Context: an optimization exercise on an open-source flow, tuned for small area, a short achievable clock period and few clock cycles per item. The choices shown serve that exercise and are no tape-out recipe. Only simulation tests tie the RTL to the original design; equivalence was not proved.

## run.sh

```bash
#!/bin/bash
# synth_recipe.tcl (not shown) runs the flow's synth.tcl, then flattens the netlist and writes it again
# the make line also repeats each setting of config.mk as NAME=value (left out here)
make -C /OpenROAD-flow-scripts/flow DESIGN_CONFIG=/design/flow/config.mk WORK_HOME=/design/flow/orfs CLKGATE_MAP_FILE= SYNTH_SCRIPT=/design/flow/synth_recipe.tcl finish
```

## config.mk

```make
export PLATFORM = sky130hd
export DESIGN_NAME = kw_unwrap
export DESIGN_NICKNAME = kw_unwrap
export VERILOG_FILES = /design/flow/design.v
export SDC_FILE = /design/flow/constraint.sdc
export NUM_CORES = 8
export LEC_CHECK = 0
export CAP_MARGIN = 20
export CELL_PAD_IN_SITES_DETAIL_PLACEMENT = 1
export CELL_PAD_IN_SITES_GLOBAL_PLACEMENT = 2
export CORE_MARGIN = 2
export CORE_UTILIZATION = 30
export PLACE_DENSITY = 0.5
export SLEW_MARGIN = 20
export SYNTH_HIERARCHICAL = 1
```

## constraint.sdc

```tcl
create_clock -name core_clock -period 12.0 [get_ports {clk}]
set_input_delay 2.4000 -clock core_clock [delete_from_list [all_inputs] [get_ports {clk}]]
set_output_delay 2.4000 -clock core_clock [all_outputs]
set_load 0.01 [all_outputs]
```

## design.v

```verilog
module aes_sbox (
    input  wire [7:0] a,
    output wire [7:0] y
);
    wire n1;
    gx2 u1 (.a(a[1]), .b(a[6]), .y(n1));
    wire n2;
    gx2 u2 (.a(a[2]), .b(a[3]), .y(n2));
    wire n3;
    gx2 u3 (.a(a[4]), .b(a[7]), .y(n3));
    wire n4;
    gx2 u4 (.a(a[0]), .b(a[2]), .y(n4));
    wire n5;
    gx2 u5 (.a(n1), .b(n2), .y(n5));
    wire n6;
    gx2 u6 (.a(a[5]), .b(a[7]), .y(n6));
    wire n7;
    gx2 u7 (.a(a[4]), .b(a[5]), .y(n7));
    wire n8;
    gx2 u8 (.a(a[3]), .b(n1), .y(n8));
    wire n9;
    gx2 u9 (.a(a[0]), .b(a[5]), .y(n9));
    wire n10;
    gx2 u10 (.a(a[6]), .b(n3), .y(n10));
    wire n11;
    gx2 u11 (.a(a[1]), .b(n4), .y(n11));
    wire n12;
    gx2 u12 (.a(n2), .b(n10), .y(n12));
    wire n13;
    gx2 u13 (.a(n5), .b(n7), .y(n13));
    wire n14;
    gx2 u14 (.a(a[7]), .b(n1), .y(n14));
    wire n15;
    gx2 u15 (.a(n3), .b(n5), .y(n15));
    wire n16;
    gx2 u16 (.a(a[5]), .b(n8), .y(n16));
    wire n17;
    gx2 u17 (.a(n1), .b(n7), .y(n17));
    wire n18;
    gx2 u18 (.a(a[2]), .b(a[5]), .y(n18));
    wire n19;
    gx2 u19 (.a(n6), .b(n11), .y(n19));
    wire n20;
    gx2 u20 (.a(n9), .b(n12), .y(n20));
    wire n21;
    gx2 u21 (.a(a[4]), .b(n11), .y(n21));
    wire n22;
    gx2 u22 (.a(a[1]), .b(n2), .y(n22));
    wire n23;
    gx2 u23 (.a(a[3]), .b(n9), .y(n23));
    wire n24;
    gx2 u24 (.a(n2), .b(n6), .y(n24));
    wire n25;
    gx2 u25 (.a(n1), .b(n3), .y(n25));
    wire n26;
    gx2 u26 (.a(a[4]), .b(n8), .y(n26));
    wire n27;
    gx2 u27 (.a(a[1]), .b(n6), .y(n27));
    wire n28;
    gx2 u28 (.a(a[7]), .b(n8), .y(n28));
    wire n29;
    gx2 u29 (.a(n4), .b(n14), .y(n29));
    wire n30;
    gx2 u30 (.a(n5), .b(n6), .y(n30));
    wire n31;
    gx2 u31 (.a(n3), .b(n8), .y(n31));
    wire n32;
    gx2 u32 (.a(a[5]), .b(n11), .y(n32));
    wire n33;
    gx2 u33 (.a(a[5]), .b(n3), .y(n33));
    wire n34;
    ga2 u34 (.a(n28), .b(n16), .y(n34));
    wire n35;
    ga2 u35 (.a(n18), .b(n26), .y(n35));
    wire n36;
    ga2 u36 (.a(n30), .b(n7), .y(n36));
    wire n37;
    ga2 u37 (.a(n14), .b(n33), .y(n37));
    wire n38;
    ga2 u38 (.a(n4), .b(n19), .y(n38));
    wire n39;
    ga2 u39 (.a(n29), .b(n21), .y(n39));
    wire n40;
    ga2 u40 (.a(a[3]), .b(n31), .y(n40));
    wire n41;
    ga2 u41 (.a(n9), .b(n20), .y(n41));
    wire n42;
    ga2 u42 (.a(n23), .b(n32), .y(n42));
    wire n43;
    gx2 u43 (.a(n38), .b(n39), .y(n43));
    wire n44;
    gx2 u44 (.a(n37), .b(n38), .y(n44));
    wire n45;
    gx2 u45 (.a(n36), .b(n44), .y(n45));
    wire n46;
    gx2 u46 (.a(n35), .b(n13), .y(n46));
    wire n47;
    gx2 u47 (.a(n41), .b(n42), .y(n47));
    wire n48;
    gx2 u48 (.a(n40), .b(n44), .y(n48));
    wire n49;
    gx2 u49 (.a(n36), .b(n15), .y(n49));
    wire n50;
    gx2 u50 (.a(n34), .b(n49), .y(n50));
    wire n51;
    gx2 u51 (.a(n41), .b(n24), .y(n51));
    wire n52;
    gx2 u52 (.a(n43), .b(n50), .y(n52));
    wire n53;
    gx2 u53 (.a(n48), .b(n51), .y(n53));
    wire n54;
    gx2 u54 (.a(a[1]), .b(n43), .y(n54));
    wire n55;
    gx2 u55 (.a(n47), .b(n54), .y(n55));
    wire n56;
    gx2 u56 (.a(n45), .b(n46), .y(n56));
    reg [3:0] e;
    always @(*) begin
        case ({n55, n53, n52, n56})
            4'd0: e = 4'd0;
            4'd1: e = 4'd1;
            4'd2: e = 4'd3;
            4'd3: e = 4'd2;
            4'd4: e = 4'd15;
            4'd5: e = 4'd12;
            4'd6: e = 4'd9;
            4'd7: e = 4'd11;
            4'd8: e = 4'd10;
            4'd9: e = 4'd6;
            4'd10: e = 4'd8;
            4'd11: e = 4'd7;
            4'd12: e = 4'd5;
            4'd13: e = 4'd14;
            4'd14: e = 4'd13;
            4'd15: e = 4'd4;
            default: e = 4'd0;
        endcase
    end
    wire n57;
    gx2 u57 (.a(e[2]), .b(e[3]), .y(n57));
    wire n58;
    gx2 u58 (.a(e[0]), .b(e[1]), .y(n58));
    wire n59;
    gx2 u59 (.a(n57), .b(n58), .y(n59));
    wire n60;
    gx2 u60 (.a(e[1]), .b(e[3]), .y(n60));
    wire n61;
    gx2 u61 (.a(e[0]), .b(e[2]), .y(n61));
    wire n62;
    ga2 u62 (.a(n6), .b(e[3]), .y(n62));
    wire n63;
    ga2 u63 (.a(n13), .b(e[2]), .y(n63));
    wire n64;
    ga2 u64 (.a(n15), .b(n57), .y(n64));
    wire n65;
    ga2 u65 (.a(n17), .b(e[1]), .y(n65));
    wire n66;
    ga2 u66 (.a(n27), .b(e[0]), .y(n66));
    wire n67;
    ga2 u67 (.a(n10), .b(n58), .y(n67));
    wire n68;
    ga2 u68 (.a(n25), .b(n60), .y(n68));
    wire n69;
    ga2 u69 (.a(n12), .b(n61), .y(n69));
    wire n70;
    ga2 u70 (.a(n22), .b(n59), .y(n70));
    wire n71;
    ga2 u71 (.a(n16), .b(e[3]), .y(n71));
    wire n72;
    ga2 u72 (.a(n26), .b(e[2]), .y(n72));
    wire n73;
    ga2 u73 (.a(n7), .b(n57), .y(n73));
    wire n74;
    ga2 u74 (.a(n33), .b(e[1]), .y(n74));
    wire n75;
    ga2 u75 (.a(n19), .b(e[0]), .y(n75));
    wire n76;
    ga2 u76 (.a(n21), .b(n58), .y(n76));
    wire n77;
    ga2 u77 (.a(n31), .b(n60), .y(n77));
    wire n78;
    ga2 u78 (.a(n20), .b(n61), .y(n78));
    wire n79;
    ga2 u79 (.a(n32), .b(n59), .y(n79));
    wire n80;
    gx2 u80 (.a(n63), .b(n67), .y(n80));
    wire n81;
    gx2 u81 (.a(n62), .b(n80), .y(n81));
    wire n82;
    gx2 u82 (.a(n77), .b(n78), .y(n82));
    wire n83;
    gx2 u83 (.a(n65), .b(n81), .y(n83));
    wire n84;
    gx2 u84 (.a(n72), .b(n73), .y(n84));
    wire n85;
    gx2 u85 (.a(n74), .b(n76), .y(n85));
    wire n86;
    gx2 u86 (.a(n64), .b(n68), .y(n86));
    wire n87;
    gx2 u87 (.a(n82), .b(n84), .y(n87));
    wire n88;
    gx2 u88 (.a(n71), .b(n72), .y(n88));
    wire n89;
    gx2 u89 (.a(n75), .b(n82), .y(n89));
    wire n90;
    gx2 u90 (.a(n79), .b(n85), .y(n90));
    wire n91;
    gx2 u91 (.a(n85), .b(n88), .y(n91));
    wire n92;
    gx2 u92 (.a(n66), .b(n81), .y(n92));
    wire n93;
    gx2 u93 (.a(n69), .b(n86), .y(n93));
    wire n94;
    gx2 u94 (.a(n74), .b(n89), .y(n94));
    wire n95;
    gx2 u95 (.a(n80), .b(n86), .y(n95));
    wire n96;
    gx2 u96 (.a(n66), .b(n95), .y(n96));
    wire n111;
    gxn2 u97 (.a(n83), .b(n87), .y(n111));
    wire n98;
    gx2 u98 (.a(n77), .b(n90), .y(n98));
    wire n99;
    gx2 u99 (.a(n76), .b(n89), .y(n99));
    wire n114;
    gxn2 u100 (.a(n70), .b(n96), .y(n114));
    wire n113;
    gxn2 u101 (.a(n83), .b(n98), .y(n113));
    wire n102;
    gx2 u102 (.a(n68), .b(n69), .y(n102));
    wire n103;
    gx2 u103 (.a(n63), .b(n93), .y(n103));
    wire n104;
    gx2 u104 (.a(n78), .b(n84), .y(n104));
    wire n105;
    gx2 u105 (.a(n94), .b(n103), .y(n105));
    wire n112;
    gxn2 u106 (.a(n88), .b(n99), .y(n112));
    wire n107;
    gx2 u107 (.a(n87), .b(n102), .y(n107));
    wire n108;
    gx2 u108 (.a(n90), .b(n104), .y(n108));
    wire n109;
    gx2 u109 (.a(n83), .b(n108), .y(n109));
    wire n110;
    gx2 u110 (.a(n92), .b(n107), .y(n110));
    assign y[0] = n111;
    assign y[1] = n112;
    assign y[2] = n91;
    assign y[3] = n110;
    assign y[4] = n109;
    assign y[5] = n113;
    assign y[6] = n114;
    assign y[7] = n105;
endmodule
module aes_inv_sbox (
    input  wire [7:0] a,
    output wire [7:0] y
);
    wire n1;
    gx2 u1 (.a(a[1]), .b(a[2]), .y(n1));
    wire n2;
    gx2 u2 (.a(a[0]), .b(a[5]), .y(n2));
    wire n3;
    gx2 u3 (.a(a[4]), .b(a[6]), .y(n3));
    wire n4;
    gx2 u4 (.a(a[7]), .b(n1), .y(n4));
    wire n5;
    gx2 u5 (.a(a[0]), .b(a[3]), .y(n5));
    wire n6;
    gx2 u6 (.a(a[4]), .b(a[5]), .y(n6));
    wire n7;
    gx2 u7 (.a(a[6]), .b(n5), .y(n7));
    wire n8;
    gx2 u8 (.a(a[3]), .b(n6), .y(n8));
    wire n9;
    gx2 u9 (.a(a[0]), .b(a[4]), .y(n9));
    wire n10;
    gx2 u10 (.a(n2), .b(n3), .y(n10));
    wire n11;
    gx2 u11 (.a(n1), .b(n2), .y(n11));
    wire n12;
    gx2 u12 (.a(a[5]), .b(a[6]), .y(n12));
    wire n13;
    gx2 u13 (.a(a[0]), .b(a[7]), .y(n13));
    wire n14;
    gx2 u14 (.a(a[4]), .b(n2), .y(n14));
    wire n15;
    gx2 u15 (.a(a[6]), .b(n4), .y(n15));
    wire n16;
    gx2 u16 (.a(a[2]), .b(a[7]), .y(n16));
    wire n17;
    gx2 u17 (.a(n4), .b(n10), .y(n17));
    wire n18;
    gx2 u18 (.a(n1), .b(n9), .y(n18));
    wire n19;
    gx2 u19 (.a(a[1]), .b(n8), .y(n19));
    wire n39;
    gxn2 u20 (.a(a[1]), .b(n2), .y(n39));
    wire n21;
    gx2 u21 (.a(n1), .b(n5), .y(n21));
    wire n44;
    gxn2 u22 (.a(n4), .b(n14), .y(n44));
    wire n23;
    gx2 u23 (.a(n12), .b(n16), .y(n23));
    wire n24;
    gx2 u24 (.a(a[1]), .b(n3), .y(n24));
    wire n37;
    gxn2 u25 (.a(a[2]), .b(n6), .y(n37));
    wire n26;
    gx2 u26 (.a(a[3]), .b(n3), .y(n26));
    wire n27;
    gx2 u27 (.a(a[1]), .b(n13), .y(n27));
    wire n28;
    gx2 u28 (.a(n4), .b(n8), .y(n28));
    wire n29;
    gx2 u29 (.a(a[1]), .b(n9), .y(n29));
    wire n30;
    gx2 u30 (.a(a[3]), .b(n12), .y(n30));
    wire n31;
    gx2 u31 (.a(n4), .b(n26), .y(n31));
    wire n32;
    gx2 u32 (.a(a[6]), .b(n11), .y(n32));
    wire n43;
    gxn2 u33 (.a(n4), .b(n7), .y(n43));
    wire n34;
    gx2 u34 (.a(n3), .b(n13), .y(n34));
    wire n35 = ~n1;
    wire n36 = ~n9;
    wire n38 = ~n11;
    wire n40 = ~a[1];
    wire n41 = ~n10;
    wire n42 = ~n5;
    wire n45 = ~a[6];
    wire n46 = ~n10;
    wire n47 = ~n8;
    wire n48;
    ga2 u35 (.a(n18), .b(n34), .y(n48));
    wire n49;
    ga2 u36 (.a(n35), .b(n21), .y(n49));
    wire n50;
    ga2 u37 (.a(n36), .b(n31), .y(n50));
    wire n51;
    ga2 u38 (.a(n37), .b(n27), .y(n51));
    wire n52;
    ga2 u39 (.a(n38), .b(n32), .y(n52));
    wire n53;
    ga2 u40 (.a(n29), .b(n23), .y(n53));
    wire n54;
    ga2 u41 (.a(n39), .b(n24), .y(n54));
    wire n55;
    ga2 u42 (.a(n2), .b(n30), .y(n55));
    wire n56;
    ga2 u43 (.a(n40), .b(n19), .y(n56));
    wire n57;
    gx2 u44 (.a(n52), .b(n53), .y(n57));
    wire n58;
    gx2 u45 (.a(n51), .b(n52), .y(n58));
    wire n59;
    gx2 u46 (.a(n49), .b(n28), .y(n59));
    wire n60;
    gx2 u47 (.a(n54), .b(n55), .y(n60));
    wire n61;
    gx2 u48 (.a(n55), .b(n7), .y(n61));
    wire n62;
    gx2 u49 (.a(n41), .b(n60), .y(n62));
    wire n63;
    gx2 u50 (.a(n48), .b(n59), .y(n63));
    wire n64;
    gx2 u51 (.a(n57), .b(n63), .y(n64));
    wire n65;
    gx2 u52 (.a(n56), .b(n61), .y(n65));
    wire n66;
    gx2 u53 (.a(n58), .b(n62), .y(n66));
    wire n67;
    gx2 u54 (.a(n57), .b(n65), .y(n67));
    wire n68;
    gx2 u55 (.a(n48), .b(n14), .y(n68));
    wire n69;
    gx2 u56 (.a(n50), .b(n68), .y(n69));
    wire n70;
    gx2 u57 (.a(n58), .b(n69), .y(n70));
    reg [3:0] e;
    always @(*) begin
        case ({n67, n66, n64, n70})
            4'd0: e = 4'd0;
            4'd1: e = 4'd1;
            4'd2: e = 4'd3;
            4'd3: e = 4'd2;
            4'd4: e = 4'd10;
            4'd5: e = 4'd8;
            4'd6: e = 4'd14;
            4'd7: e = 4'd13;
            4'd8: e = 4'd5;
            4'd9: e = 4'd11;
            4'd10: e = 4'd4;
            4'd11: e = 4'd9;
            4'd12: e = 4'd15;
            4'd13: e = 4'd7;
            4'd14: e = 4'd6;
            4'd15: e = 4'd12;
            default: e = 4'd0;
        endcase
    end
    wire n71;
    gx2 u58 (.a(e[2]), .b(e[3]), .y(n71));
    wire n72;
    gx2 u59 (.a(e[0]), .b(e[1]), .y(n72));
    wire n73;
    gx2 u60 (.a(n71), .b(n72), .y(n73));
    wire n74;
    gx2 u61 (.a(e[1]), .b(e[3]), .y(n74));
    wire n75;
    gx2 u62 (.a(e[0]), .b(e[2]), .y(n75));
    wire n76;
    ga2 u63 (.a(n15), .b(e[3]), .y(n76));
    wire n77;
    ga2 u64 (.a(n42), .b(e[2]), .y(n77));
    wire n78;
    ga2 u65 (.a(n43), .b(n71), .y(n78));
    wire n79;
    ga2 u66 (.a(n44), .b(e[1]), .y(n79));
    wire n80;
    ga2 u67 (.a(n45), .b(e[0]), .y(n80));
    wire n81;
    ga2 u68 (.a(n17), .b(n72), .y(n81));
    wire n82;
    ga2 u69 (.a(n46), .b(n74), .y(n82));
    wire n83;
    ga2 u70 (.a(n7), .b(n75), .y(n83));
    wire n84;
    ga2 u71 (.a(n47), .b(n73), .y(n84));
    wire n85;
    ga2 u72 (.a(n34), .b(e[3]), .y(n85));
    wire n86;
    ga2 u73 (.a(n21), .b(e[2]), .y(n86));
    wire n87;
    ga2 u74 (.a(n31), .b(n71), .y(n87));
    wire n88;
    ga2 u75 (.a(n27), .b(e[1]), .y(n88));
    wire n89;
    ga2 u76 (.a(n32), .b(e[0]), .y(n89));
    wire n90;
    ga2 u77 (.a(n23), .b(n72), .y(n90));
    wire n91;
    ga2 u78 (.a(n24), .b(n74), .y(n91));
    wire n92;
    ga2 u79 (.a(n30), .b(n75), .y(n92));
    wire n93;
    ga2 u80 (.a(n19), .b(n73), .y(n93));
    wire n94;
    gx2 u81 (.a(n76), .b(n86), .y(n94));
    wire n95;
    gx2 u82 (.a(n77), .b(n94), .y(n95));
    wire n96;
    gx2 u83 (.a(n80), .b(n95), .y(n96));
    wire n97;
    gx2 u84 (.a(n85), .b(n93), .y(n97));
    wire n98;
    gx2 u85 (.a(n88), .b(n91), .y(n98));
    wire n99;
    gx2 u86 (.a(n81), .b(n96), .y(n99));
    wire n100;
    gx2 u87 (.a(n84), .b(n90), .y(n100));
    wire n101;
    gx2 u88 (.a(n92), .b(n97), .y(n101));
    wire n102;
    gx2 u89 (.a(n82), .b(n98), .y(n102));
    wire n103;
    gx2 u90 (.a(n100), .b(n102), .y(n103));
    wire n104;
    gx2 u91 (.a(n89), .b(n98), .y(n104));
    wire n105;
    gx2 u92 (.a(n97), .b(n104), .y(n105));
    wire n106;
    gx2 u93 (.a(n79), .b(n85), .y(n106));
    wire n107;
    gx2 u94 (.a(n77), .b(n93), .y(n107));
    wire n108;
    gx2 u95 (.a(n88), .b(n90), .y(n108));
    wire n109;
    gx2 u96 (.a(n78), .b(n107), .y(n109));
    wire n110;
    gx2 u97 (.a(n76), .b(n83), .y(n110));
    wire n111;
    gx2 u98 (.a(n103), .b(n109), .y(n111));
    wire n112;
    gx2 u99 (.a(n92), .b(n106), .y(n112));
    wire n113;
    gx2 u100 (.a(n99), .b(n105), .y(n113));
    wire n114;
    gx2 u101 (.a(n99), .b(n101), .y(n114));
    wire n115;
    gx2 u102 (.a(n83), .b(n84), .y(n115));
    wire n116;
    gx2 u103 (.a(n82), .b(n110), .y(n116));
    wire n117;
    gx2 u104 (.a(n95), .b(n115), .y(n117));
    wire n118;
    gx2 u105 (.a(n78), .b(n116), .y(n118));
    wire n119;
    gx2 u106 (.a(n96), .b(n112), .y(n119));
    wire n120;
    gx2 u107 (.a(n103), .b(n119), .y(n120));
    wire n121;
    gx2 u108 (.a(n86), .b(n105), .y(n121));
    wire n122;
    gx2 u109 (.a(n87), .b(n108), .y(n122));
    wire n123;
    gx2 u110 (.a(n99), .b(n122), .y(n123));
    wire n124;
    gx2 u111 (.a(n101), .b(n117), .y(n124));
    assign y[0] = n123;
    assign y[1] = n118;
    assign y[2] = n113;
    assign y[3] = n121;
    assign y[4] = n120;
    assign y[5] = n114;
    assign y[6] = n111;
    assign y[7] = n124;
endmodule
module aes_inv_mixcol (
    input  wire [31:0] a,
    output wire [31:0] y
);
    wire x0;
    gx2 u_x0 (.a(a[5]), .b(a[21]), .y(x0));
    wire x1;
    gx2 u_x1 (.a(a[13]), .b(a[29]), .y(x1));
    wire x2;
    gx2 u_x2 (.a(a[6]), .b(a[22]), .y(x2));
    wire x3;
    gx2 u_x3 (.a(a[14]), .b(a[30]), .y(x3));
    wire x4;
    gx2 u_x4 (.a(x0), .b(x1), .y(x4));
    wire x5;
    gx2 u_x5 (.a(a[7]), .b(x2), .y(x5));
    wire x6;
    gx2 u_x6 (.a(a[23]), .b(x3), .y(x6));
    wire x7;
    gx2 u_x7 (.a(a[3]), .b(a[31]), .y(x7));
    wire x8;
    gx2 u_x8 (.a(a[15]), .b(a[19]), .y(x8));
    wire x9;
    gx2 u_x9 (.a(a[25]), .b(x4), .y(x9));
    wire x10;
    gx2 u_x10 (.a(a[1]), .b(a[17]), .y(x10));
    wire x11;
    gx2 u_x11 (.a(a[8]), .b(a[24]), .y(x11));
    wire x12;
    gx2 u_x12 (.a(a[9]), .b(x9), .y(x12));
    wire x13;
    gx2 u_x13 (.a(a[12]), .b(a[28]), .y(x13));
    wire x14;
    gx2 u_x14 (.a(a[4]), .b(a[20]), .y(x14));
    wire x15;
    gx2 u_x15 (.a(a[0]), .b(a[16]), .y(x15));
    wire x16;
    gx2 u_x16 (.a(a[10]), .b(a[26]), .y(x16));
    wire x17;
    gx2 u_x17 (.a(a[2]), .b(a[18]), .y(x17));
    wire x18;
    gx2 u_x18 (.a(a[11]), .b(a[27]), .y(x18));
    wire x19;
    gx2 u_x19 (.a(x7), .b(x8), .y(x19));
    wire x20;
    gx2 u_x20 (.a(x6), .b(x17), .y(x20));
    wire x21;
    gx2 u_x21 (.a(a[7]), .b(x14), .y(x21));
    wire x22;
    gx2 u_x22 (.a(x2), .b(x16), .y(x22));
    wire x23;
    gx2 u_x23 (.a(a[23]), .b(x13), .y(x23));
    wire x24;
    gx2 u_x24 (.a(x5), .b(x18), .y(x24));
    wire x25;
    gx2 u_x25 (.a(a[7]), .b(x3), .y(x25));
    wire x26;
    gx2 u_x26 (.a(x3), .b(x22), .y(x26));
    wire x27;
    gx2 u_x27 (.a(x4), .b(x11), .y(x27));
    wire x28;
    gx2 u_x28 (.a(a[15]), .b(a[31]), .y(x28));
    wire x29;
    gx2 u_x29 (.a(a[30]), .b(x23), .y(x29));
    wire x30;
    gx2 u_x30 (.a(x8), .b(x10), .y(x30));
    wire x31;
    gx2 u_x31 (.a(a[2]), .b(x15), .y(x31));
    wire x32;
    gx2 u_x32 (.a(a[5]), .b(x19), .y(x32));
    wire x33;
    gx2 u_x33 (.a(a[21]), .b(x19), .y(x33));
    wire x34;
    gx2 u_x34 (.a(a[22]), .b(x21), .y(x34));
    wire x35;
    gx2 u_x35 (.a(x7), .b(x10), .y(x35));
    wire x36;
    gx2 u_x36 (.a(a[18]), .b(x15), .y(x36));
    wire x37;
    gx2 u_x37 (.a(a[23]), .b(x2), .y(x37));
    wire x38;
    gx2 u_x38 (.a(x26), .b(x28), .y(x38));
    wire x39;
    gx2 u_x39 (.a(x1), .b(x17), .y(x39));
    wire x40;
    gx2 u_x40 (.a(x5), .b(x20), .y(x40));
    wire x41;
    gx2 u_x41 (.a(a[13]), .b(x24), .y(x41));
    wire x42;
    gx2 u_x42 (.a(x27), .b(x37), .y(x42));
    wire x43;
    gx2 u_x43 (.a(a[15]), .b(a[24]), .y(x43));
    wire x44;
    gx2 u_x44 (.a(x6), .b(x18), .y(x44));
    wire x45;
    gx2 u_x45 (.a(x0), .b(x28), .y(x45));
    wire x46;
    gx2 u_x46 (.a(a[26]), .b(x11), .y(x46));
    wire x47;
    gx2 u_x47 (.a(a[6]), .b(x21), .y(x47));
    wire x48;
    gx2 u_x48 (.a(x0), .b(x16), .y(x48));
    wire x49;
    gx2 u_x49 (.a(a[0]), .b(a[31]), .y(x49));
    wire x50;
    gx2 u_x50 (.a(x4), .b(x15), .y(x50));
    wire x51;
    gx2 u_x51 (.a(x26), .b(x39), .y(x51));
    wire x52;
    gx2 u_x52 (.a(a[14]), .b(x23), .y(x52));
    wire x53;
    gx2 u_x53 (.a(a[29]), .b(x24), .y(x53));
    wire x54;
    gx2 u_x54 (.a(a[10]), .b(x11), .y(x54));
    wire x55;
    gx2 u_x55 (.a(a[31]), .b(x1), .y(x55));
    wire x56;
    gx2 u_x56 (.a(a[3]), .b(a[11]), .y(x56));
    wire x57;
    gx2 u_x57 (.a(a[13]), .b(x33), .y(x57));
    wire x58;
    gx2 u_x58 (.a(x6), .b(x31), .y(x58));
    wire x59;
    gx2 u_x59 (.a(x6), .b(x50), .y(x59));
    wire x60;
    gx2 u_x60 (.a(x14), .b(x30), .y(x60));
    wire x61;
    gx2 u_x61 (.a(x1), .b(x34), .y(x61));
    wire x62;
    gx2 u_x62 (.a(a[15]), .b(x29), .y(x62));
    wire x63;
    gx2 u_x63 (.a(a[31]), .b(x5), .y(x63));
    wire x64;
    gx2 u_x64 (.a(a[14]), .b(x45), .y(x64));
    wire x65;
    gx2 u_x65 (.a(a[17]), .b(x31), .y(x65));
    wire x66;
    gx2 u_x66 (.a(a[4]), .b(a[12]), .y(x66));
    wire x67;
    gx2 u_x67 (.a(a[11]), .b(x16), .y(x67));
    wire x68;
    gx2 u_x68 (.a(a[19]), .b(a[27]), .y(x68));
    wire x69;
    gx2 u_x69 (.a(x43), .b(x50), .y(x69));
    wire x70;
    gx2 u_x70 (.a(a[8]), .b(a[31]), .y(x70));
    wire x71;
    gx2 u_x71 (.a(a[16]), .b(x37), .y(x71));
    wire x72;
    gx2 u_x72 (.a(a[10]), .b(x24), .y(x72));
    wire x73;
    gx2 u_x73 (.a(a[1]), .b(a[8]), .y(x73));
    wire x74;
    gx2 u_x74 (.a(x61), .b(x62), .y(x74));
    wire x75;
    gx2 u_x75 (.a(x32), .b(x34), .y(x75));
    wire x76;
    gx2 u_x76 (.a(a[6]), .b(x45), .y(x76));
    wire x77;
    gx2 u_x77 (.a(x5), .b(x10), .y(x77));
    wire x78;
    gx2 u_x78 (.a(x14), .b(x29), .y(x78));
    wire x79;
    gx2 u_x79 (.a(x25), .b(x46), .y(x79));
    wire x80;
    gx2 u_x80 (.a(x18), .b(x31), .y(x80));
    wire x81;
    gx2 u_x81 (.a(a[17]), .b(x6), .y(x81));
    wire x82;
    gx2 u_x82 (.a(a[16]), .b(x27), .y(x82));
    wire x83;
    gx2 u_x83 (.a(x35), .b(x67), .y(x83));
    wire x84;
    gx2 u_x84 (.a(x13), .b(x64), .y(x84));
    wire x85;
    gx2 u_x85 (.a(x8), .b(x56), .y(x85));
    wire x86;
    gx2 u_x86 (.a(x25), .b(x69), .y(x86));
    wire x87;
    gx2 u_x87 (.a(x10), .b(x71), .y(x87));
    wire x88;
    gx2 u_x88 (.a(a[4]), .b(a[28]), .y(x88));
    wire x89;
    gx2 u_x89 (.a(x44), .b(x47), .y(x89));
    wire x90;
    gx2 u_x90 (.a(a[4]), .b(x13), .y(x90));
    wire x91;
    gx2 u_x91 (.a(x59), .b(x70), .y(x91));
    wire x92;
    gx2 u_x92 (.a(x48), .b(x66), .y(x92));
    wire x93;
    gx2 u_x93 (.a(a[1]), .b(x36), .y(x93));
    wire x94;
    gx2 u_x94 (.a(x35), .b(x36), .y(x94));
    wire x95;
    gx2 u_x95 (.a(x9), .b(x77), .y(x95));
    wire x96;
    gx2 u_x96 (.a(a[8]), .b(x49), .y(x96));
    wire x97;
    gx2 u_x97 (.a(a[15]), .b(x73), .y(x97));
    wire x98;
    gx2 u_x98 (.a(x52), .b(x55), .y(x98));
    wire x99;
    gx2 u_x99 (.a(x25), .b(x90), .y(x99));
    wire x100;
    gx2 u_x100 (.a(a[28]), .b(x14), .y(x100));
    wire x101;
    gx2 u_x101 (.a(a[17]), .b(x54), .y(x101));
    wire x102;
    gx2 u_x102 (.a(x36), .b(x85), .y(x102));
    wire x103;
    gx2 u_x103 (.a(x76), .b(x78), .y(x103));
    wire x104;
    gx2 u_x104 (.a(a[1]), .b(a[9]), .y(x104));
    wire x105;
    gx2 u_x105 (.a(x27), .b(x94), .y(x105));
    wire x106;
    gx2 u_x106 (.a(x33), .b(x88), .y(x106));
    wire x107;
    gx2 u_x107 (.a(a[16]), .b(x97), .y(x107));
    wire x108;
    gx2 u_x108 (.a(a[23]), .b(a[27]), .y(x108));
    wire x109;
    gx2 u_x109 (.a(x29), .b(x32), .y(x109));
    wire x110;
    gx2 u_x110 (.a(x46), .b(x104), .y(x110));
    wire x111;
    gx2 u_x111 (.a(a[12]), .b(x108), .y(x111));
    wire x112;
    gx2 u_x112 (.a(x5), .b(x100), .y(x112));
    wire x113;
    gx2 u_x113 (.a(x25), .b(x107), .y(x113));
    wire x114;
    gx2 u_x114 (.a(x20), .b(x92), .y(x114));
    wire x115;
    gx2 u_x115 (.a(a[0]), .b(a[15]), .y(x115));
    wire x116;
    gx2 u_x116 (.a(a[9]), .b(x65), .y(x116));
    wire x117;
    gx2 u_x117 (.a(a[29]), .b(x44), .y(x117));
    wire x118;
    gx2 u_x118 (.a(a[26]), .b(x30), .y(x118));
    wire x119;
    gx2 u_x119 (.a(a[25]), .b(x93), .y(x119));
    wire x120;
    gx2 u_x120 (.a(x40), .b(x110), .y(x120));
    wire x121;
    gx2 u_x121 (.a(x33), .b(x52), .y(x121));
    wire x122;
    gx2 u_x122 (.a(a[9]), .b(x4), .y(x122));
    wire x123;
    gx2 u_x123 (.a(a[20]), .b(a[28]), .y(x123));
    wire x124;
    gx2 u_x124 (.a(a[11]), .b(x17), .y(x124));
    wire x125;
    gx2 u_x125 (.a(x72), .b(x105), .y(x125));
    wire x126;
    gx2 u_x126 (.a(x53), .b(x114), .y(x126));
    wire x127;
    gx2 u_x127 (.a(x42), .b(x115), .y(x127));
    wire x128;
    gx2 u_x128 (.a(x41), .b(x109), .y(x128));
    wire x129;
    gx2 u_x129 (.a(x47), .b(x98), .y(x129));
    wire x130;
    gx2 u_x130 (.a(x79), .b(x102), .y(x130));
    wire x131;
    gx2 u_x131 (.a(a[24]), .b(x49), .y(x131));
    wire x132;
    gx2 u_x132 (.a(x57), .b(x89), .y(x132));
    wire x133;
    gx2 u_x133 (.a(a[20]), .b(a[27]), .y(x133));
    wire x134;
    gx2 u_x134 (.a(x81), .b(x131), .y(x134));
    wire x135;
    gx2 u_x135 (.a(x22), .b(x111), .y(x135));
    wire x136;
    gx2 u_x136 (.a(x12), .b(x130), .y(x136));
    wire x137;
    gx2 u_x137 (.a(a[12]), .b(a[20]), .y(x137));
    wire x138;
    gx2 u_x138 (.a(x53), .b(x121), .y(x138));
    wire x139;
    gx2 u_x139 (.a(x34), .b(x84), .y(x139));
    wire x140;
    gx2 u_x140 (.a(x63), .b(x82), .y(x140));
    wire x141;
    gx2 u_x141 (.a(x38), .b(x119), .y(x141));
    wire x142;
    gx2 u_x142 (.a(x75), .b(x117), .y(x142));
    wire x143;
    gx2 u_x143 (.a(x32), .b(x137), .y(x143));
    wire x144;
    gx2 u_x144 (.a(x83), .b(x112), .y(x144));
    wire x145;
    gx2 u_x145 (.a(x60), .b(x135), .y(x145));
    wire x146;
    gx2 u_x146 (.a(x38), .b(x116), .y(x146));
    wire x147;
    gx2 u_x147 (.a(x12), .b(x144), .y(x147));
    wire x148;
    gx2 u_x148 (.a(x30), .b(x124), .y(x148));
    wire x149;
    gx2 u_x149 (.a(x12), .b(x134), .y(x149));
    wire x150;
    gx2 u_x150 (.a(x51), .b(x143), .y(x150));
    wire x151;
    gx2 u_x151 (.a(x99), .b(x148), .y(x151));
    wire x152;
    gx2 u_x152 (.a(x51), .b(x106), .y(x152));
    wire x153;
    gx2 u_x153 (.a(x43), .b(x122), .y(x153));
    wire x154;
    gx2 u_x154 (.a(x12), .b(x151), .y(x154));
    wire x155;
    gx2 u_x155 (.a(a[25]), .b(x101), .y(x155));
    wire x156;
    gx2 u_x156 (.a(x7), .b(x68), .y(x156));
    wire x157;
    gx2 u_x157 (.a(x80), .b(x118), .y(x157));
    wire x158;
    gx2 u_x158 (.a(x13), .b(x133), .y(x158));
    wire x159;
    gx2 u_x159 (.a(x12), .b(x145), .y(x159));
    wire x160;
    gx2 u_x160 (.a(x54), .b(x156), .y(x160));
    wire x161;
    gx2 u_x161 (.a(x58), .b(x160), .y(x161));
    wire x162;
    gx2 u_x162 (.a(x48), .b(x123), .y(x162));
    wire x163;
    gx2 u_x163 (.a(x95), .b(x96), .y(x163));
    wire x164;
    gx2 u_x164 (.a(x87), .b(x153), .y(x164));
    wire x165;
    gx2 u_x165 (.a(x20), .b(x162), .y(x165));
    wire x166;
    gx2 u_x166 (.a(x12), .b(x113), .y(x166));
    wire x167;
    gx2 u_x167 (.a(x40), .b(x155), .y(x167));
    wire x168;
    gx2 u_x168 (.a(x41), .b(x165), .y(x168));
    wire x169;
    gx2 u_x169 (.a(x12), .b(x161), .y(x169));
    wire x170;
    gx2 u_x170 (.a(x35), .b(x158), .y(x170));
    wire x171;
    gx2 u_x171 (.a(x42), .b(x157), .y(x171));
    wire x172;
    gx2 u_x172 (.a(x20), .b(x170), .y(x172));
    wire x173;
    gx2 u_x173 (.a(x12), .b(x172), .y(x173));
    assign y[0] = x140;
    assign y[1] = x149;
    assign y[2] = x141;
    assign y[3] = x171;
    assign y[4] = x173;
    assign y[5] = x152;
    assign y[6] = x142;
    assign y[7] = x103;
    assign y[8] = x86;
    assign y[9] = x163;
    assign y[10] = x120;
    assign y[11] = x169;
    assign y[12] = x147;
    assign y[13] = x126;
    assign y[14] = x128;
    assign y[15] = x129;
    assign y[16] = x127;
    assign y[17] = x166;
    assign y[18] = x146;
    assign y[19] = x125;
    assign y[20] = x154;
    assign y[21] = x150;
    assign y[22] = x132;
    assign y[23] = x139;
    assign y[24] = x91;
    assign y[25] = x164;
    assign y[26] = x167;
    assign y[27] = x136;
    assign y[28] = x159;
    assign y[29] = x168;
    assign y[30] = x138;
    assign y[31] = x74;
endmodule
module gx2 (input wire a, input wire b, output wire y);
    assign y = a ^ b;
endmodule
module gxn2 (input wire a, input wire b, output wire y);
    assign y = ~(a ^ b);
endmodule
module ga2 (input wire a, input wire b, output wire y);
    assign y = a & b;
endmodule
module kw_unwrap (
    input  wire         clk,
    input  wire         rst,
    input  wire         req_valid,
    output wire         req_ready,
    input  wire         req_kek,
    input  wire         req_long,
    input  wire [319:0] req_data,
    output wire         resp_valid,
    input  wire         resp_ready,
    output wire [255:0] resp_key,
    output wire         resp_ok
);
    localparam [63:0] IV = 64'hA6A6_A6A6_A6A6_A6A6;
    reg          s_idle, s_kexp, s_kdone, s_round, s_clr, s_resp;
    reg          bnd;        
    reg  [3:0]   rnd;        
    reg  [5:0]   kidx;       
    reg  [4:0]   t;          
    reg          long_key;   
    reg          ok;
    reg          k_rot;      
    reg          k_id;       
    reg  [7:0]   k_rcon;     
    reg  [255:0] kwin;       
    reg  [255:0] klast;      
    reg  [127:0] st;         
    reg  [63:0]  q1, q2, q3, q4;
    wire [127:0] rk14 = klast[127:0];
    function [7:0] rcon_of(input [2:0] i);
        case (i)
            3'd1:    rcon_of = 8'h01;
            3'd2:    rcon_of = 8'h02;
            3'd3:    rcon_of = 8'h04;
            3'd4:    rcon_of = 8'h08;
            3'd5:    rcon_of = 8'h10;
            3'd6:    rcon_of = 8'h20;
            3'd7:    rcon_of = 8'h40;
            default: rcon_of = 8'h00;
        endcase
    endfunction
    wire [31:0] kw0 = kwin[255:224], kw1 = kwin[223:192], kw2 = kwin[191:160], kw3 = kwin[159:128];
    wire [31:0] kw4 = kwin[127:96],  kw5 = kwin[95:64],   kw6 = kwin[63:32],   kw7 = kwin[31:0];
    wire [31:0] k_in   = s_kexp ? kw7 : kw3;
    wire [31:0] sub_in = k_rot ? {k_in[23:0], k_in[31:24]} : k_in;
    wire [31:0] sub_out;
    genvar g;
    generate
        for (g = 0; g < 4; g = g + 1) begin : g_ksbox
            aes_sbox u_sbox (.a(sub_in[8*g +: 8]), .y(sub_out[8*g +: 8]));
        end
    endgenerate
    wire [31:0] k_g     = k_id ? k_in : (sub_out ^ {k_rcon, 24'h0});
    wire [31:0] k_new   = (s_kexp ? kw0 : kw4) ^ k_g;
    wire [255:0] kfwd_next = {kwin[223:0], k_new};
    wire [255:0] kbwd_next = {k_new, kw5 ^ kw4, kw6 ^ kw5, kw7 ^ kw6, kwin[255:128]};
    wire [127:0] isb;
    wire [127:0] ark;
    wire [127:0] imc;
    generate
        for (g = 0; g < 16; g = g + 1) begin : g_round
            localparam integer ROW = g % 4;
            localparam integer COL = g / 4;
            localparam integer SRC = ROW + 4 * ((COL + 4 - ROW) % 4);
            aes_inv_sbox u_isbox (.a(st[127-8*SRC -: 8]), .y(isb[127-8*g -: 8]));
        end
        for (g = 0; g < 4; g = g + 1) begin : g_imc
            aes_inv_mixcol u_imc (.a(ark[127-32*g -: 32]), .y(imc[127-32*g -: 32]));
        end
    endgenerate
    assign ark = isb ^ kwin[255:128];
    wire         last_step = (t == 5'd1);
    wire [4:0]   t_next    = t - 5'd1;
    wire [63:0]  head      = long_key ? q1 : q3;
    wire         kek_go    = s_idle && req_valid && req_kek;
    wire [63:0]  c_n       = req_long ? req_data[63:0] : req_data[191:128];
    wire [4:0]   t_first   = req_long ? 5'd24 : 5'd12;
    wire [127:0] blk_raw   = s_round ? {ark[127:64] ^ {59'd0, t_next}, head}
                                     : {req_data[319:256] ^ {59'd0, t_first}, c_n};
    always @(posedge clk) begin
        if (s_round && !bnd)
            st <= imc;
        else
            st <= blk_raw ^ rk14;
        if (kek_go)
            kwin <= req_data[255:0];
        else if (s_kexp)
            kwin <= kfwd_next;
        else if (s_round && !bnd)
            kwin <= kbwd_next;
        else
            kwin <= klast;
        if (s_kdone)
            klast <= kwin;
    end
    wire [5:0] kidx_n = kidx + 6'd1;
    wire [3:0] rnd_n  = rnd - 4'd1;
    always @(posedge clk) begin
        if (kek_go) begin
            k_rot  <= 1'b1;
            k_id   <= 1'b0;
            k_rcon <= 8'h01;
        end else if (s_kexp) begin
            k_rot  <= (kidx_n[2:0] == 3'd0);
            k_id   <= (kidx_n[1:0] != 2'd0);
            k_rcon <= (kidx_n[2:0] == 3'd0) ? rcon_of(kidx_n[5:3]) : 8'h00;
        end else begin
            k_rot  <= s_round && !bnd ? rnd_n[0] : 1'b1;
            k_id   <= 1'b0;
            k_rcon <= !(s_round && !bnd) ? 8'h40 : rnd_n[0] ? rcon_of(rnd_n[3:1] + 3'd1) : 8'h00;
        end
    end
    always @(posedge clk) begin
        if (rst) begin
            s_idle  <= 1'b1;
            s_kexp  <= 1'b0;
            s_kdone <= 1'b0;
            s_round <= 1'b0;
            s_clr   <= 1'b0;
            s_resp  <= 1'b0;
        end else begin
            if (s_idle && req_valid) begin
                s_idle <= 1'b0;
                if (req_kek) begin
                    kidx   <= 6'd8;
                    s_kexp <= 1'b1;
                end else begin
                    q1       <= req_long ? req_data[127:64] : 64'd0;
                    q2       <= req_long ? req_data[191:128] : 64'd0;
                    q3       <= req_data[255:192];
                    long_key <= req_long;
                    t        <= t_first;
                    rnd      <= 4'd13;
                    bnd      <= 1'b0;
                    s_round  <= 1'b1;
                end
            end
            if (s_kexp) begin
                kidx <= kidx_n;
                if (kidx == 6'd59) begin
                    s_kexp  <= 1'b0;
                    s_kdone <= 1'b1;
                end
            end
            if (s_kdone) begin
                s_kdone <= 1'b0;
                s_idle  <= 1'b1;
            end
            if (s_round) begin
                if (!bnd) begin
                    rnd <= rnd_n;
                    bnd <= (rnd == 4'd1);
                end else begin
                    if (last_step) begin
                        q4 <= ark[63:0];
                    end else begin
                        q3 <= ark[63:0];
                        if (long_key) begin
                            q1 <= q2;
                            q2 <= q3;
                        end
                    end
                    t   <= t_next;
                    rnd <= 4'd13;
                    bnd <= 1'b0;
                    ok  <= (ark[127:64] == IV);
                    if (last_step) begin
                        s_round <= 1'b0;
                        s_clr   <= 1'b1;
                    end
                end
            end
            if (s_clr) begin
                if (!ok) begin
                    q1 <= 64'd0;
                    q2 <= 64'd0;
                    q3 <= 64'd0;
                    q4 <= 64'd0;
                end
                s_clr  <= 1'b0;
                s_resp <= 1'b1;
            end
            if (s_resp && resp_ready) begin
                s_resp <= 1'b0;
                s_idle <= 1'b1;
            end
        end
    end
    assign req_ready  = s_idle;
    assign resp_valid = s_resp;
    assign resp_ok    = ok;
    assign resp_key   = {q4, q3, q2, q1};
endmodule
```

==> qor.csv <==
stage,metric,value,unit
timing,Final Hold Fails,0,
route,post-route ant nets,0,
clocking,Post-CTS Hold Buffers,0,
floorplan,core area,257400,um2
worst_setup_path,crit path kind,register to register,
synth,top_reg_cell synth,edfxtp_1,
synth,"Distinct cells, synth",54,
timing,Slew Limit Fails,0,
place,gp weighted congestion,0.9172,
clocking,CTS tree,built,
route,routed wire length,407.9,mm
layout,most frequent cells in the layout,"2550 x xor2_1, 629 x nand2_1, 583 x clkdlybuf4s50_1",
route,Starting DRT DRC Count,4872,
worst_setup_path,crit path DAT,10.00,ns
clocking,CTS buffer count,132,
route,WL/cell,33.67,um
clocking,Clock Sinks,929,
clocking,clock edge transition at the registers on the reported setup and hold paths,0.06,ns
timing,setup violators final,0,
clocking,Resize count post-CTS,0,
clocking,H-tree levels,4,
layout,Fillers,29060,
place,number of port buffers,584,
global_route,antenna violations before repair,51,
worst_setup_path,Reg2Reg Capture Point,st[76],
synth,mapped cell area,77770,um2
min_path,HP Class,register to register,
global_route,total track usage,0.3015,
worst_setup_path,worst-case reg-to-reg path depth,25,
global_route,global-route wire length before repair,554.7,mm
floorplan,Die H,513.2,um
floorplan,I/O pin cnt,585,
synth,Synth Net Count,8721,
synth,syn avg cell area,9.324,um2
run,Max-Cap Viols,0,
worst_setup_path,"reg-to-reg slack, setup",2.63,ns
worst_setup_path,Critical Path Sink Type,register,
synth,post-synthesis sequential area ratio,0.3074,
route,Residual DRC,0,
timing,Tmin final,9.368,ns
worst_setup_path,Worst R2R Start,st[89],
timing,f_max,106.8,MHz
floorplan,Initial Util,0.3021,
global_route,pin count of the biggest net entering global routing,133,
layout,"most common cell after layout, fill and taps aside",xor2_1,
timing,Tcrit/Tclk final,0.7806,
floorplan,Std-Cell Rows,186,
synth,synthesized instance count,8341,
timing,Min Hold Slack,0.4521,ns
timing,actual slew at the worst max-slew pin,1.271,ns
timing,Rel. slew slack,0.1496,
worst_setup_path,startpoint types,register,
worst_setup_path,crit path from,st[89],
worst_setup_path,"Data required, critical path",12.63,ns
floorplan,die width,513.2,um
route,DR vias,62450,
min_path,Hold Path Cell Cnt,0,
global_route,GRT overflow,0,
worst_setup_path,"Max FO, Critical Path",7,
layout,Synth-to-Final Area Change,15.96,%
layout,final net count,8986,
timing,Setup Skew,0.03394,ns
synth,Synth Warn #,9,
global_route,vias in the first global route,64380,
clocking,worst-skew pair later-pin latency,0.81,ns
synth,Async SR Flop Fraction,0,
layout,layout cells sized above 1,0.07113,
timing,RSZ-0062 raised after global routing,no,
floorplan,Die ar.,263300,um2
synth,"EDFF count, synth",530,
synth,Synth Register Bits,929,
route,drt pass-1 iters,5,
route,vias per cell,5.156,
timing,setup tns final,0,ns
clocking,# Post-CTS Setup Buffers,0,
clocking,CTS Buffer Depth,3,
place,DP Wirelength,326.7,mm
clocking,CTS Root Buffer Type,clkbuf_16,
worst_setup_path,crit path to,st[76],
status,status,timing/DRC/antenna clean,
==> modules after synthesis, one instance, submodules excluded <==
| module | cells | flip-flops and latches | cell area, um2 |
|---|---|---|---|
| aes_sbox | 24 | 0 | 209.0 |
| gx2 | 1 | 0 | 8.758 |
| aes_inv_sbox | 31 | 0 | 201.4 |
| ga2 | 1 | 0 | 6.256 |
| aes_inv_mixcol | 32 | 0 | 240.2 |
| gxn2 | 1 | 0 | 8.758 |
| kw_unwrap | 4709 | 929 | 48600 |
==> critical path, stage by stage (launching register included) <==
cell	delay [ns]
dfxtp_1	0.53
xor2_1	0.49
xor2_1	0.62
xor2_1	0.23
and2_1	0.16
xor2_1	0.19
xor2_1	0.39
inv_1	0.10
ha_1	0.30
inv_1	0.05
a31oi_1	0.42
and2_1	0.26
xor2_1	0.19
xor2_1	0.33
xor2_1	0.30
xor2_1	0.43
xor2_1	0.17
xnor2_1	0.64
inv_1	0.22
xor2_1	0.57
xor2_1	0.55
xor2_1	0.39
xor2_1	0.52
xor2_1	0.34
mux2i_1	0.13
a21oi_1	0.67
==> synth_stat cells (7+ instances only) <==
master | count | area, um2
xor2_1 | 2555 | 22380
nand2_1 | 631 | 2369
and2_1 | 546 | 3416
edfxtp_1 | 530 | 15920
nor2_1 | 522 | 1959
mux2i_1 | 477 | 4775
dfxtp_1 | 399 | 7988
xnor2_1 | 374 | 3276
buf_4 | 299 | 2245
inv_1 | 263 | 987.2
clkbuf_1 | 205 | 769.5
a311oi_1 | 192 | 1682
o21ai_0 | 162 | 810.8
a31oi_1 | 144 | 900.9
nand3_1 | 144 | 720.7
mux2_2 | 121 | 1363
a21oi_1 | 119 | 595.6
buf_2 | 111 | 555.5
o211ai_1 | 110 | 825.8
nor3_1 | 72 | 360.4
ha_1 | 54 | 675.7
mux4_2 | 52 | 1171
and3_1 | 27 | 168.9
nand2b_1 | 27 | 168.9
o221ai_1 | 25 | 219.0
buf_6 | 23 | 259.0
nand3b_1 | 19 | 142.6
nor4_1 | 19 | 118.9
o311ai_0 | 16 | 140.1
or2b_1 | 16 | 120.1
buf_1 | 12 | 45.04
inv_2 | 8 | 30.03
or3_1 | 8 | 50.05
a32o_1 | 7 | 70.07
o221a_2 | 7 | 78.83
==> area by class of cell <==
type / instances / area (um2) / share of cell area
Multi-Input combinational cell: 6490 / 49100 / 0.5445
Sequential cell: 929 / 23920 / 0.2652
Timing Repair Buffer: 781 / 7446 / 0.08256
Tap cell: 3384 / 4234 / 0.04695
Clock buffer: 194 / 3884 / 0.04306
Inverter: 272 / 1031 / 0.01143
Clock inverter: 51 / 539.3 / 0.005980
Antenna cell: 12 / 30.03 / 0.0003330
==> flip-flops by register name, indices dropped and copies added, names as in the netlist, 6 cells and up <==
name and cells:
q3 64, st 128, q1 64, q4 64, k_rcon 7, kwin 256, kidx 6, klast 256
q2 64
==> metal layers <==
metal	GRT usage	share of wire	routed length, um
met1	0.4331	0.48	195400
met2	0.4660	0.44	178900
met3	0.04813	0.054	22070
met4	0.07684	0.028	11360
met5	0	0.00032	131
==> cells by family after synthesis <==
group	after synthesis	synth area share
xor+xnor	2929	0.3299
simple gates	2051	0.1253
flops	929	0.3074
buf+inv	922	0.06294
compound gates	802	0.07056
mux	654	0.09532
fa+ha+maj	54	0.008688
==> stage by stage <==
step | setup WS [ns] | instances | util | cell area [um2]
finish | 2.632 | 12110 | 0.3504 | 90190
global placement | 2.321 | 11860 | 0.3329 | 85680
CTS | 2.524 | 12100 | 0.3502 | 90140
detailed placement | 2.547 | 11860 | 0.3330 | 85720
global route | 2.067 | 12100 | 0.3503 | 90160
floorplan | 3.772 | 8341 | - | 77770
==> worst min-delay path by stage <==
stage	from	endpoint	slack, ns
detailed placement	kwin[1]	klast[1]	0.44
finish	kwin[1]	klast[1]	0.45
global placement	kwin[1]	klast[1]	0.43
floorplan	s_clr	s_clr	0.41
global route	kwin[1]	klast[1]	0.47
CTS	kwin[1]	klast[1]	0.45
Testbench counts, summed over its fixed seeds: cycles 65,376, items 256.

-- port drivers added, routing unchanged --
The flow's constraints put no driver on any port. The routed layout listed below was extracted and timed again, unchanged, in two steps.
Step 1 sets driving cells, clkbuf_16 on the clock port and buf_2 on the other inputs (assumed; they add their load-dependent delay and slew).
Step 2 also shifts input and output timing later by t, the mid clock arrival at the registers, as if the neighbouring blocks saw the same clock.
Slacks: no drivers / after step 1 / after step 2; pairs: no drivers / after step 1.
shift t [ns]: 0.903
setup WS [ns]: 2.632 / 2.632 / 2.632
worst setup path at the end: register to register
worst slew at a driven data input, ns: 0.19
After both steps setup and hold are still met in this run. For this run, drivers alone change the setup slack by 0.000 ns; drivers and shift together by 0.000 ns.
